Background: an optimization exercise with open tools, aiming at small area, a short achievable clock period and few clock cycles per item. Do not read the settings as production practice.
Where RTL was checked, it was by simulation tests only, not by an equivalence proof against the original.

Design cz_quant, start of the top module:
module cz_quant (
    input             clk,
    input             rst,           
    input             in_valid,
    output            in_ready,
    input      [31:0] in_d,          
    input             in_ident,      
    input       [2:0] in_table,      
    input       [4:0] in_width,      
    input       [2:0] in_dither,     
    input      [15:0] in_fn,         
    input       [2:0] in_word,       
    input      [19:0] in_entry,      
    input             in_zero,       
    output     [14:0] tbl_addr,      
    input      [15:0] tbl_data0,     
    input      [15:0] tbl_data1,     
    output reg        out_valid,
    input             out_ready,
    output reg [15:0] out_word,
    output reg [31:0] out_y          
);
    reg  sk_valid;
    reg  adv;            
    reg  rdy;            
    assign in_ready = rdy;
    localparam IW = 54;
    wire [IW-1:0] in_item = {in_d[30:0], in_ident, in_table, in_width[4], in_width[2:0],
                             in_dither, in_fn[3:0], in_word, in_entry[3:0], in_zero};
    reg           s1_valid;
    reg  [IW-1:0] s1_item;
    always @(posedge clk) begin
        if (rst)
            s1_valid <= 1'b0;
        else if (adv)
            s1_valid <= in_valid && rdy;
        if (adv)
            s1_item <= in_item;
    end
    wire [30:0] s1_d     = s1_item[53:23];
    wire        s1_ident = s1_item[22];
    wire  [2:0] s1_table = s1_item[21:19];
    wire  [3:0] s1_wc    = s1_item[18:15];
    wire  [2:0] s1_dith  = s1_item[14:12];
    wire  [3:0] s1_fn    = s1_item[11:8];
    wire  [2:0] s1_word  = s1_item[7:5];
    wire  [3:0] s1_entry = s1_item[4:1];
    wire        s1_zero  = s1_item[0];
    wire [11:0] x_idx;
    wire [23:0] x_opa;
    wire  [7:0] x_k;
    cz_xstep u_x (.d(s1_d), .ident(s1_ident), .zero(s1_zero), .idx(x_idx), .op_a(x_opa), .k(x_k));
    wire [3:0] v = s1_fn + {s1_word, 1'b0} + {1'b0, s1_word} + {s1_entry[1:0], 2'b00} + s1_entry;
    reg  [4:0] tau5;
    always @* begin
        case (s1_dith)
            3'd0:    tau5 = 5'b10000;
            3'd1:    tau5 = {v[0], 4'b1000};
            3'd2:    tau5 = {v[0], v[1], 3'b100};
            3'd3:    tau5 = {v[0], v[1], v[2], 2'b10};
            default: tau5 = {v[0], v[1], v[2], v[3], 1'b1};
        endcase
    end
    reg        s2_valid, s2_ident;
    reg  [2:0] s2_table;
  ...
Settings: LEC_CHECK=0, ABC_AREA=1, CAP_MARGIN=20, CORE_MARGIN=2, CORE_UTILIZATION=40, SLEW_MARGIN=20; clock period 140.0 ns.
run.sh (not shown) runs the stock make flow with config.mk's settings and CLKGATE_MAP_FILE= SYNTH_SCRIPT=/design/flow/synth_recipe.tcl, a recipe that flattens the netlist after the stock synthesis.
The starting point completed without violations.
Change:
--- a/flow/design.v
+++ b/flow/design.v
@@ -78,23 +78,22 @@
     assign y[N]     = up & pa[N-1];
 endmodule
 module cz_mul #(
     parameter NA = 24,
     parameter NB = 16
 ) (
     input  [NA-1:0]    a,
     input  [NB-1:0]    b,
-    input  [NA-1:0]    ex,       
     output [NA+NB-1:0] p
 );
     wire [NA*NB-1:0] s;
     wire [NA*NB-1:0] c;
-    assign s[NA-1:0] = (a & {NA{b[0]}}) ^ ex;
-    assign c[NA-1:0] = (a & {NA{b[0]}}) & ex;
+    assign s[NA-1:0] = a & {NA{b[0]}};
+    assign c[NA-1:0] = {NA{1'b0}};
     assign p[0] = s[0];
     genvar i, j;
     generate
         for (j = 1; j < NB; j = j + 1) begin : g_row
             wire [NA-1:0] pp  = a & {NA{b[j]}};
             wire [NA-1:0] sin = {1'b0, s[(j-1)*NA+NA-1:(j-1)*NA+1]};
             wire [NA-1:0] cin = c[(j-1)*NA+NA-1:(j-1)*NA];
             for (i = 0; i < NA; i = i + 1) begin : g_col
@@ -127,49 +126,45 @@
     wire [7:0]  eb = (e8 == 8'd0) ? 8'd1 : e8;
     wire [35:0] p;
     cz_rca #(.N(36)) u_p (.a({mn, 12'd0}), .b(~{12'd0, mn}), .ci(1'b1), .s(p), .co());
     wire        h    = p[35];
     wire [23:0] xraw = h ? p[35:12] : p[34:11];
     wire        rb   = h ? p[11] : p[10];
     wire        st   = h ? (|p[10:0]) : (|p[9:0]);
     wire        up   = rb & (st | xraw[0]);
-    wire [24:0] xs;
-    cz_rca #(.N(24)) u_xs (.a(xraw), .b(24'd0), .ci(up), .s(xs[23:0]), .co(xs[24]));
+    wire [24:0] xs   = {1'b0, xraw} + {24'd0, up};
     wire        cy   = xs[24];
     wire [23:0] xm   = cy ? 24'h800000 : xs[23:0];
-    wire [8:0]  gp;
-    cz_rca #(.N(9)) u_gp (.a({1'b0, eb}), .b({7'd0, h & cy, h ^ cy}), .ci(1'b0), .s(gp), .co());
-    wire [9:0]  g;
-    cz_rca #(.N(10)) u_g (.a({1'b0, gp}), .b(~{5'd0, lz}), .ci(1'b1), .s(g), .co());
-    wire [9:0]  shw;                         
-    cz_rca #(.N(10)) u_sh (.a(g), .b(~10'd116), .ci(1'b1), .s(shw), .co());
-    wire        xge1 = !shw[9];
+    wire signed [9:0] g = $signed({2'b00, eb}) + $signed({9'd0, h}) + $signed({9'd0, cy})
+                          - $signed({5'd0, lz});
+    wire        xge1 = (g >= 10'sd116);
+    wire [9:0]  shw  = g - 10'sd116;
     wire [3:0]  sh   = xge1 ? shw[3:0] : 4'd0;
     wire [34:0] xf   = {11'd0, xm} << sh;
-    wire [7:0]  kt;                          
-    cz_rca #(.N(8)) u_kt (.a(8'd116), .b(~g[7:0]), .ci(1'b1), .s(kt), .co());
+    wire [9:0]  kt   = 10'sd116 - g;
     assign idx  = xge1 ? xf[34:23] : 12'd0;
     assign op_a = zero ? 24'd0 : ident ? m : (xge1 ? {1'b0, xf[22:0]} : xm);
-    assign k    = ident ? {1'b0, ~eb[6:0]} : (xge1 ? 8'd0 : kt);
+    assign k    = ident ? (8'd127 - eb) : (xge1 ? 8'd0 : kt[7:0]);
 endmodule
 module cz_mstep (
     input  [15:0] t0,
     input  [15:0] t1,
     input  [23:0] op_a,
     input         ident,
     output [39:0] r,
     output        sgn
 );
     wire [16:0] d10 = {1'b0, t1} - {1'b0, t0};
+    wire [15:0] d01 = t0 - t1;
     wire        ge  = !d10[16];
-    wire [15:0] b   = ident ? 16'hffff : (d10[15:0] ^ {16{!ge}});
-    wire [23:0] ex  = op_a & {24{!ident && !ge}};
+    wire [15:0] mag = ge ? d10[15:0] : d01;
+    wire [15:0] b   = ident ? 16'hffff : mag;
     wire [39:0] pm;
-    cz_mul #(.NA(24), .NB(16)) u_mul (.a(op_a), .b(b), .ex(ex), .p(pm));
+    cz_mul #(.NA(24), .NB(16)) u_mul (.a(op_a), .b(b), .p(pm));
     wire [40:0] rr;
     cz_rnd24 #(.N(40)) u_rnd (.x(pm), .y(rr));
     assign r   = rr[39:0];
     assign sgn = !ident && !ge;
 endmodule
 module cz_astep (
     input  [39:0] r,
     input         sgn,
@@ -268,28 +263,27 @@
     input      [15:0] tbl_data1,     
     output reg        out_valid,
     input             out_ready,
     output reg [15:0] out_word,
     output reg [31:0] out_y          
 );
     reg  sk_valid;
     reg  adv;            
-    reg  rdy;            
-    assign in_ready = rdy;
+    assign in_ready = adv;
     localparam IW = 54;
     wire [IW-1:0] in_item = {in_d[30:0], in_ident, in_table, in_width[4], in_width[2:0],
                              in_dither, in_fn[3:0], in_word, in_entry[3:0], in_zero};
     reg           s1_valid;
     reg  [IW-1:0] s1_item;
     always @(posedge clk) begin
         if (rst)
             s1_valid <= 1'b0;
         else if (adv)
-            s1_valid <= in_valid && rdy;
+            s1_valid <= in_valid;
         if (adv)
             s1_item <= in_item;
     end
     wire [30:0] s1_d     = s1_item[53:23];
     wire        s1_ident = s1_item[22];
     wire  [2:0] s1_table = s1_item[21:19];
     wire  [3:0] s1_wc    = s1_item[18:15];
     wire  [2:0] s1_dith  = s1_item[14:12];
@@ -392,23 +386,21 @@
     wire        out_free = !out_valid || out_ready;
     reg  [15:0] sk_word;
     reg  [31:0] sk_y;
     always @(posedge clk) begin
         if (rst) begin
             out_valid <= 1'b0;
             sk_valid  <= 1'b0;
             adv       <= 1'b1;
-            rdy       <= 1'b0;
         end else begin
             if (out_free)
                 out_valid <= sk_valid || w_valid;
             sk_valid <= !out_free && (sk_valid || w_valid);
             adv      <= !(!out_free && (sk_valid || w_valid));
-            rdy      <= !(!out_free && (sk_valid || w_valid));
         end
         if (out_free) begin
             out_word <= sk_valid ? sk_word : w_word;
             out_y    <= sk_valid ? sk_y : w_y;
         end
         if (!sk_valid) begin
             sk_word <= w_word;
             sk_y    <= w_y;
- wire length climbs by a few percent
- register-to-register slack is better by 2.0 ns
- global-route usage rises by 0.81 points
- final area rises slightly
- sequential share of layout area shrinks by 0.29 points
Testbench counts after the change, summed over its fixed seeds: cycles 16,040, items 16,000.
No functional check of the RTL was part of the first run of this note.

[static timing again, ports no longer ideal]
In the flow no input, the clock included, has a driving cell. The finished layouts below were timed again as built, in two steps. Step 1 (the two cells are an assumption about what drives the block):
set clk [get_ports {clk}]
set_driving_cell -lib_cell sky130_fd_sc_hd__clkbuf_16 $clk
set_driving_cell -lib_cell sky130_fd_sc_hd__buf_2 [delete_from_list [all_inputs] $clk]
Step 2, shift: input delay + t, output delay - t, t = (earliest + latest rising clock arrival at the registers) / 2. This alone moves slack from input paths to output paths. Three values: ideal, step 1, step 2; two values: the first two.
| run | t, ns | slack for setup (ns) | worst data-port slew with drivers (ns) |
|---|---|---|---|
| the first run | 0.692 | 110.462 / 110.391 / 110.498 | 0.07 |
| the second run | 0.700 | 110.201 / 110.127 / 110.513 | 0.10 |
After both steps every run listed still meets setup and hold.
